This design comes from an exercise in tuning for small area on the open sky130 flow, not from production work.
The RTL was checked by simulation tests, not by an equivalence proof against the original design.
Power and IR drop assume default switching activity.

==> flow/design.v (excerpt) <==
module cle_eval (
    input  wire               clk,
    input  wire               rst,
    input  wire               start,
    output wire               ready,
    output reg                done,
    input  wire signed [31:0] y,
    input  wire signed [31:0] sp,
    input  wire signed [31:0] f,
    input  wire signed [31:0] kp,
    input  wire signed [31:0] ki,
    input  wire signed [31:0] kd,
    input  wire signed [31:0] kff,
    input  wire        [19:0] shift,
    input  wire signed [31:0] umin,
    input  wire signed [31:0] umax,
    input  wire               first,
    input  wire               held,
    input  wire               blocked,
    input  wire               bump,
    input  wire signed [63:0] iacc,
    input  wire        [4:0]  shi_last,
    input  wire signed [31:0] yprev,
    input  wire signed [31:0] u_last,
    output reg  signed [31:0] e_o,
    output reg  signed [63:0] p_o,
    output reg  signed [63:0] i_o,
    output reg  signed [63:0] d_o,
    output reg  signed [63:0] ff_o,
    output reg  signed [63:0] raw_o,
    output wire signed [31:0] u_o,
    output reg  signed [63:0] iacc_o,
    output reg         [4:0]  shi_o,
    output wire               sat_o
);
Size in the first run: ~900 I/O pins.
Settings: LEC_CHECK=0, CAP_MARGIN=20, CORE_AREA=2.5 2.5 457.5 247.5, DIE_AREA=0 0 460 250, GPL_ROUTABILITY_DRIVEN=0, PLACE_DENSITY=0.55, SETUP_SLACK_MARGIN=0.3, SLEW_MARGIN=20; clock period 12.5 ns.
standard.sh (not shown) runs the stock make flow with config.mk's settings and CLKGATE_MAP_FILE= SYNTH_SCRIPT=/design/flow/synth_recipe.tcl, a recipe that flattens the netlist after the stock synthesis.
==> flow/flow/run.sh <==
#!/bin/bash
set -euo pipefail
W=$(pwd)
# ORFS's synth.tcl, with ABC's script replaced
sed 's#^source \$::env(SCRIPTS_DIR)/synth_preamble.tcl$#&\nset abc_args [list -script '"$W"'/flow/abc_area.script {*}$lib_args {*}$lib_dont_use_args -constr $::env(OBJECTS_DIR)/abc.constr]#' \
    "$FLOW_HOME/scripts/synth.tcl" > "$W/flow_synth_main.tcl"
grep -q 'flow/abc_area.script' "$W/flow_synth_main.tcl"
# The standard flow's synthesis script, sourcing the modified synth.tcl
sed 's#^source \$::env(SCRIPTS_DIR)/synth.tcl$#source '"$W"'/flow_synth_main.tcl#' "$W/synth_recipe.tcl" > "$W/flow_synth.tcl"
grep -q 'flow_synth_main.tcl' "$W/flow_synth.tcl"
bash "$W/standard.sh" "SYNTH_SCRIPT=$W/flow_synth.tcl" \
    "BUFFER_PORTS_ARGS=-buffer_cell sky130_fd_sc_hd__buf_1" \
    "CTS_ARGS=-sink_clustering_enable -repair_clock_nets -dont_use_dummy_load -sink_clustering_size 25 -sink_clustering_max_diameter 50" finish > "$W/flow_make.log" 2>&1
==> flow/flow/abc_area.script <==
strash
dch
map -D 9000
buffer -c
topo
upsize -c -D 9000
dnsize -c -D 9000
stime -c
Edit:
--- a/flow/flow/run.sh
+++ b/flow/flow/run.sh
@@ -11,3 +11,3 @@
 bash "$W/standard.sh" "SYNTH_SCRIPT=$W/flow_synth.tcl" \
     "BUFFER_PORTS_ARGS=-buffer_cell sky130_fd_sc_hd__buf_1" \
-    "CTS_ARGS=-sink_clustering_enable -repair_clock_nets -dont_use_dummy_load -sink_clustering_size 25 -sink_clustering_max_diameter 50" finish > "$W/flow_make.log" 2>&1
+    "CTS_ARGS=-sink_clustering_enable -repair_clock_nets -dont_use_dummy_load" finish > "$W/flow_make.log" 2>&1
Settings changed: PLACE_DENSITY 0.55 to 0.5.
Result:
- worst hold slack stays flat
- non-clock buffer count increases by 13
- sequential share of layout area decreases by 0.21 points
- total power increases by 2.1%
Edit:
Settings changed: CORE_AREA 2.5 2.5 457.5 247.5 to 2.5 2.5 417.5 217.5, DIE_AREA 0 0 460 250 to 0 0 420 220, GPL_ROUTABILITY_DRIVEN 0 to unset, PLACE_DENSITY 0.5 to 0.65.
Effect: Setup slack improved by 0.14 ns; design area barely changes; via count increases by 5.1%; synthesized area is unchanged; global-route usage went up by 12 points; total power grows by about 4.7%; routed wire length rose by about 1.2%; sequential share of layout area stays flat; die area drops by 20%; sequential power barely changes; utilization is higher by 11 points.
Edit:
Settings changed: CORE_AREA 2.5 2.5 417.5 217.5 to 2.5 2.5 457.5 247.5, DIE_AREA 0 0 420 220 to 0 0 460 250, GPL_ROUTABILITY_DRIVEN set to 0, PLACE_DENSITY 0.65 to 0.55.
=>
- power drops by 5.2%
- via count drops by 3.6%
- global-route usage drops by 14 points
- worst setup slack is worse by 0.49 ns
- cell count climbs by about 3%
- flip-flop and latch count is unchanged
- cell area stays flat
- combinational power drops by 8.6%
- maximum frequency drops by 4.1%
Edit:
Settings changed: GPL_ROUTABILITY_DRIVEN 0 to unset, PLACE_DENSITY 0.55 to 0.5.
Result: Global-route usage grows by 3.9 points; area after synthesis is unchanged; routed wire length grows by about 8%; fmax grows by 3.5%; design area grows by about 4%; worst setup slack is better by 0.41 ns; non-clock buffer count grows by 200; power grows by 17%; worst hold slack is better by 0.020 ns.
Edit:
--- a/flow/flow/run.sh
+++ b/flow/flow/run.sh
@@ -10,4 +10,3 @@
 grep -q 'flow_synth_main.tcl' "$W/flow_synth.tcl"
 bash "$W/standard.sh" "SYNTH_SCRIPT=$W/flow_synth.tcl" \
-    "BUFFER_PORTS_ARGS=-buffer_cell sky130_fd_sc_hd__buf_1" \
-    "CTS_ARGS=-sink_clustering_enable -repair_clock_nets -dont_use_dummy_load" finish > "$W/flow_make.log" 2>&1
+    "BUFFER_PORTS_ARGS=-buffer_cell sky130_fd_sc_hd__buf_1" finish > "$W/flow_make.log" 2>&1
Effect: Utilization went up by 0.53 points. Clock power went up by 22%. Final cell count went up by 0.66%. Sequential power is about the same. Die area is unchanged. Maximum frequency went down by 0.72%. Critical path depth went down by 3. Routed wire length barely changes.

-- re-timing with driven ports --
Ports are ideal in the flow. The routed layouts listed here were re-timed in OpenROAD.
Step 1 assumes that a clkbuf_16 drives the clock port and a buf_2 every other input.
Step 2, shift: input delay + t, output delay - t, t = (earliest + latest rising clock arrival at the registers) / 2. This alone moves slack from input paths to output paths.
Slacks: no drivers / after step 1 / after step 2; pairs: no drivers / after step 1.
run | shift t [ns] | setup WS [ns] | worst data-port slew with drivers (ns)
the first run | 0.743 | 0.483 / 0.483 / 0.483 | 0.19
the second run | 0.760 | 0.854 / 0.854 / 0.854 | 0.18
the third run | 0.760 | 0.994 / 0.994 / 0.994 | 0.22
the fourth run | 0.764 | 0.504 / 0.504 / 0.504 | 0.20
the fifth run | 0.757 | 0.915 / 0.915 / 0.915 | 0.11
the sixth run | 0.786 | 0.831 / 0.831 / 0.831 | 0.11
After both steps setup and hold are still met in every run listed.
